This is an optimization exercise on Yosys and OpenROAD, whose aim is small area and a short achievable clock period, not a production implementation. Function was checked by simulation only, so behaviour that the tests miss may differ from the original. Power figures rest on the tool's default switching activity, not on a simulated workload.

==> module sett_blkchk, before the edit <==
module sett_blkchk (
    input  wire         clk,
    input  wire         rst,           
    input  wire         in_valid,
    input  wire         in_write,      
    input  wire [2:0]   in_idx,
    input  wire [73:0]  in_wword,
    input  wire [591:0] in_block,      
    input  wire [7:0]   in_rowchk,
    input  wire [73:0]  in_colchk,
    output reg          out_valid,
    output reg  [73:0]  out_word,      
    output reg  [591:0] out_block,     
    output reg  [7:0]   out_rowchk,    
    output reg  [73:0]  out_colchk,
    output reg          out_corr,      
    output reg          out_chkfix,    
    output reg          out_uncorr,    
    output reg  [2:0]   out_err_word,  
    output reg  [6:0]   out_err_bit    
);
    localparam W  = 74;    
    localparam NW = 8;     
    localparam POISON = 73;
    integer i, c, k;
    localparam HW = W / 2;
    reg [7:0]  p_row_a;     
    reg [7:0]  p_row_b;     
    reg [73:0] p_col;       
    always @* begin
        for (i = 0; i < NW; i = i + 1) begin
            p_row_a[i] = ^in_block[W*i +: HW];
            p_row_b[i] = ^in_block[W*i + HW +: W - HW];
        end
        for (c = 0; c < W; c = c + 1) begin
            p_col[c] = 1'b0;
            for (i = 0; i < NW; i = i + 1)
                p_col[c] = p_col[c] ^ in_block[W*i + c];
        end
    end
    reg          s1_valid;
    reg          s1_write;
    reg  [7:0]   s1_isel;     
    reg  [7:0]   s1_wsel;     
    reg  [73:0]  s1_wword;
    reg          s1_wpar;     
    reg  [591:0] s1_block;
    reg  [7:0]   s1_row_a;
    reg  [7:0]   s1_row_b;
    reg  [7:0]   s1_rowchk;
    reg  [73:0]  col_par;
    reg  [73:0]  col_fail;
    always @(posedge clk) begin
        if (rst)
            s1_valid <= 1'b0;
        else
            s1_valid <= in_valid;
        s1_write <= in_write;
        for (i = 0; i < NW; i = i + 1) begin
            s1_isel[i] <= in_idx == i;
            s1_wsel[i] <= in_write && in_idx == i;
        end
        s1_wword  <= in_wword;
        s1_wpar   <= ^in_wword;
        s1_block  <= in_block;
        s1_row_a  <= p_row_a;
        s1_row_b  <= p_row_b;
        s1_rowchk <= in_rowchk;
        col_par   <= p_col;
        col_fail  <= p_col ^ in_colchk;
    end
    wire [7:0] row_fail = s1_row_a ^ s1_row_b ^ s1_rowchk;
    reg [2:0] row_hi, row_lo;
    reg [6:0] col_hi, col_lo;
    always @* begin
        for (k = 0; k < 3; k = k + 1) begin
            row_hi[k] = 1'b0;
            row_lo[k] = 1'b0;
            for (i = 0; i < NW; i = i + 1)
                if ((i >> k) & 1) row_hi[k] = row_hi[k] | row_fail[i];
                else              row_lo[k] = row_lo[k] | row_fail[i];
        end
        for (k = 0; k < 7; k = k + 1) begin
            col_hi[k] = 1'b0;
            col_lo[k] = 1'b0;
            for (c = 0; c < W; c = c + 1)
                if ((c >> k) & 1) col_hi[k] = col_hi[k] | col_fail[c];
                else              col_lo[k] = col_lo[k] | col_fail[c];
        end
    end
    wire row_any  = row_hi[0] | row_lo[0];
    wire col_any  = col_hi[0] | col_lo[0];
    wire row_many = |(row_hi & row_lo);
    wire col_many = |(col_hi & col_lo);
    wire row_one  = row_any & ~row_many;
    wire col_one  = col_any & ~col_many;
    wire do_corr   = row_one & col_one;
    wire do_chkfix = (row_one & ~col_any) | (~row_any & col_one);
    wire do_uncorr = row_many | col_many;
    wire [7:0] row_flip = {NW{do_corr}} & row_fail;
    wire [7:0] poison   = {NW{do_uncorr}} & (row_fail | {NW{~row_any}});
    wire [7:0] pz_new   = poison & ~{s1_block[W*7 + POISON], s1_block[W*6 + POISON],
                                     s1_block[W*5 + POISON], s1_block[W*4 + POISON],
                                     s1_block[W*3 + POISON], s1_block[W*2 + POISON],
                                     s1_block[W*1 + POISON], s1_block[W*0 + POISON]};
    reg [7:0]   wsel;       
    reg [591:0] wr_block;   
    reg [7:0]   flip_row;   
    reg [7:0]   pois_row;   
    reg [591:0] new_block;
    always @* begin
        wsel = s1_wsel;
        for (i = 0; i < NW; i = i + 1)
            wr_block[W*i +: W] = wsel[i] ? s1_wword : s1_block[W*i +: W];
        flip_row = row_flip & ~wsel;
        pois_row = poison & ~wsel;
        for (i = 0; i < NW; i = i + 1) begin
            for (c = 0; c < W; c = c + 1)
                new_block[W*i + c] = wr_block[W*i + c] ^ (flip_row[i] & col_fail[c]);
            new_block[W*i + POISON] = new_block[W*i + POISON] | pois_row[i];
        end
    end
    reg [73:0] idx_word;    
    reg        idx_fail;    
    reg [73:0] fix_word;    
    reg [7:0]  new_row;
    reg [73:0] new_col;
    reg        keep;        
    always @* begin
        idx_word = 74'd0;
        for (i = 0; i < NW; i = i + 1)
            idx_word = idx_word | ({W{s1_isel[i]}} & s1_block[W*i +: W]);
        idx_fail = |(s1_isel & row_fail);
        fix_word = (s1_write ? s1_wword : idx_word)
                 ^ ({W{do_corr & idx_fail & ~s1_write}} & col_fail);
        fix_word[POISON] = fix_word[POISON] | (|(s1_isel & poison) & ~s1_write);
        for (i = 0; i < NW; i = i + 1)
            new_row[i] = wsel[i] ? s1_wpar
                       : s1_rowchk[i] ^ (row_fail[i] & ~do_corr) ^ pz_new[i];
        keep = ~(s1_write & idx_fail);
        for (c = 0; c < W; c = c + 1)
            new_col[c] = col_par[c] ^ (s1_write & (idx_word[c] ^ s1_wword[c]))
                       ^ (do_corr & keep & col_fail[c]);
        new_col[POISON] = new_col[POISON] ^ (^(pz_new & ~wsel));
    end
    always @(posedge clk) begin
        if (rst)
            out_valid <= 1'b0;
        else
            out_valid <= s1_valid;
        out_word     <= fix_word;
        out_block    <= new_block;
        out_rowchk   <= new_row;
        out_colchk   <= new_col;
        out_corr     <= do_corr;
        out_chkfix   <= do_chkfix;
        out_uncorr   <= do_uncorr;
        out_err_word <= row_hi;
        out_err_bit  <= col_hi;
    end
endmodule
==> flow/config.mk <==
export PLATFORM = sky130hd
export DESIGN_NAME = sett_blkchk
export DESIGN_NICKNAME = sett_blkchk
export VERILOG_FILES = /design/flow/design.v
export SDC_FILE = /design/flow/constraint.sdc
export NUM_CORES = 4
export LEC_CHECK = 0
export CAP_MARGIN = 60
export CORE_AREA = 2.3 2.72 377.7 377.28
export DIE_AREA = 0 0 380 380
export PLACE_DENSITY = 0.72
export SLEW_MARGIN = 60
==> flow/constraint.sdc <==
create_clock -name core_clock -period 15.0 [get_ports {clk}]
set_input_delay 3.0000 -clock core_clock [delete_from_list [all_inputs] [get_ports {clk}]]
set_output_delay 3.0000 -clock core_clock [all_outputs]
set_load 0.01 [all_outputs]
standard.sh (not shown) runs the stock make flow with config.mk's settings and CLKGATE_MAP_FILE= SYNTH_SCRIPT=/design/flow/synth_recipe.tcl, a recipe that flattens the netlist after the stock synthesis.
==> flow/flow/run.sh <==
#!/bin/bash
# Own flow: the standard ORFS layout with a few extra make settings:
# - port buffers use a plain buffer instead of the default delay-buffer cell,
# - CTS does not add dummy loads,
# - synthesis buffers are removed at floorplan instead of a timing repair there,
# - the timing repairs after CTS and global routing aim for extra setup slack
#   on the worst endpoints (the SDC is unchanged).
set -euo pipefail
EXTRA="'BUFFER_PORTS_ARGS=-buffer_cell sky130_fd_sc_hd__buf_1' 'CTS_ARGS=-sink_clustering_enable -repair_clock_nets -dont_use_dummy_load -sink_clustering_size 20 -sink_clustering_max_diameter 80' REMOVE_ABC_BUFFERS=1 SETUP_SLACK_MARGIN=10.8 TNS_END_PERCENT=10 'PLACE_PINS_ARGS=-min_distance 1 -min_distance_in_tracks'"
sed "s|\"\${@:-finish}\"|$EXTRA \"\${@:-finish}\"|" standard.sh > own_standard.sh
bash own_standard.sh > own_standard.log 2>&1
Next try:
--- a/flow/design.v
+++ b/flow/design.v
@@ -21,18 +21,20 @@
 );
     localparam W  = 74;    
     localparam NW = 8;     
     localparam POISON = 73;
     integer i, c, k;
-    localparam HW = W / 2;
+    localparam TW = 25;     
     reg [7:0]  p_row_a;     
     reg [7:0]  p_row_b;     
+    reg [7:0]  p_row_c;     
     reg [73:0] p_col;       
     always @* begin
         for (i = 0; i < NW; i = i + 1) begin
-            p_row_a[i] = ^in_block[W*i +: HW];
-            p_row_b[i] = ^in_block[W*i + HW +: W - HW];
+            p_row_a[i] = ^in_block[W*i +: TW];
+            p_row_b[i] = ^in_block[W*i + TW +: TW];
+            p_row_c[i] = ^in_block[W*i + 2*TW +: W - 2*TW];
         end
         for (c = 0; c < W; c = c + 1) begin
             p_col[c] = 1'b0;
             for (i = 0; i < NW; i = i + 1)
                 p_col[c] = p_col[c] ^ in_block[W*i + c];
@@ -45,10 +47,11 @@
     reg  [73:0]  s1_wword;
     reg          s1_wpar;     
     reg  [591:0] s1_block;
     reg  [7:0]   s1_row_a;
     reg  [7:0]   s1_row_b;
+    reg  [7:0]   s1_row_c;
     reg  [7:0]   s1_rowchk;
     reg  [73:0]  col_par;
     reg  [73:0]  col_fail;
     always @(posedge clk) begin
         if (rst)
@@ -63,15 +66,16 @@
         s1_wword  <= in_wword;
         s1_wpar   <= ^in_wword;
         s1_block  <= in_block;
         s1_row_a  <= p_row_a;
         s1_row_b  <= p_row_b;
+        s1_row_c  <= p_row_c;
         s1_rowchk <= in_rowchk;
         col_par   <= p_col;
         col_fail  <= p_col ^ in_colchk;
     end
-    wire [7:0] row_fail = s1_row_a ^ s1_row_b ^ s1_rowchk;
+    wire [7:0] row_fail = s1_row_a ^ s1_row_b ^ s1_row_c ^ s1_rowchk;
     reg [2:0] row_hi, row_lo;
     reg [6:0] col_hi, col_lo;
     always @* begin
         for (k = 0; k < 3; k = k + 1) begin
             row_hi[k] = 1'b0;
Outcome:
- setup slack gains 0.057 ns
- via count hardly moves
- clock-buffer cell count rises by 1
- final area falls by 1.4%
- first-iteration DRC count falls by 3.3%
- clock power stays flat
- area after synthesis is about the same
- sequential power rises by about 1%

==> port drivers added, routing unchanged <==
The results above use ideal ports. As a check the final layouts listed here were re-extracted and re-timed, cells and wires unchanged.
Step 1 sets driving cells, clkbuf_16 on the clock port and buf_2 on the other inputs (assumed; they add their load-dependent delay and slew).
Step 2 also shifts input and output timing later by t, the mid clock arrival at the registers, as if the neighbouring blocks saw the same clock.
Slacks: ideal / step 1 / step 2; pairs: ideal / step 1.
run	t (ns)	setup WS [ns]	worst setup path after step 2	latest minus earliest clock arrival (ns)	slew at the worst register clock pin (ns)
the first run	0.809	10.590 / 10.545 / 9.830	input to register	0.063 / 0.063	0.09 / 0.09
the second run	0.807	10.647 / 10.591 / 9.883	input to register	0.058 / 0.058	0.09 / 0.09
After both steps every run listed still meets setup and hold. For the second run, which loses most, drivers alone change the setup slack by -0.056 ns; drivers and shift together by -0.764 ns.
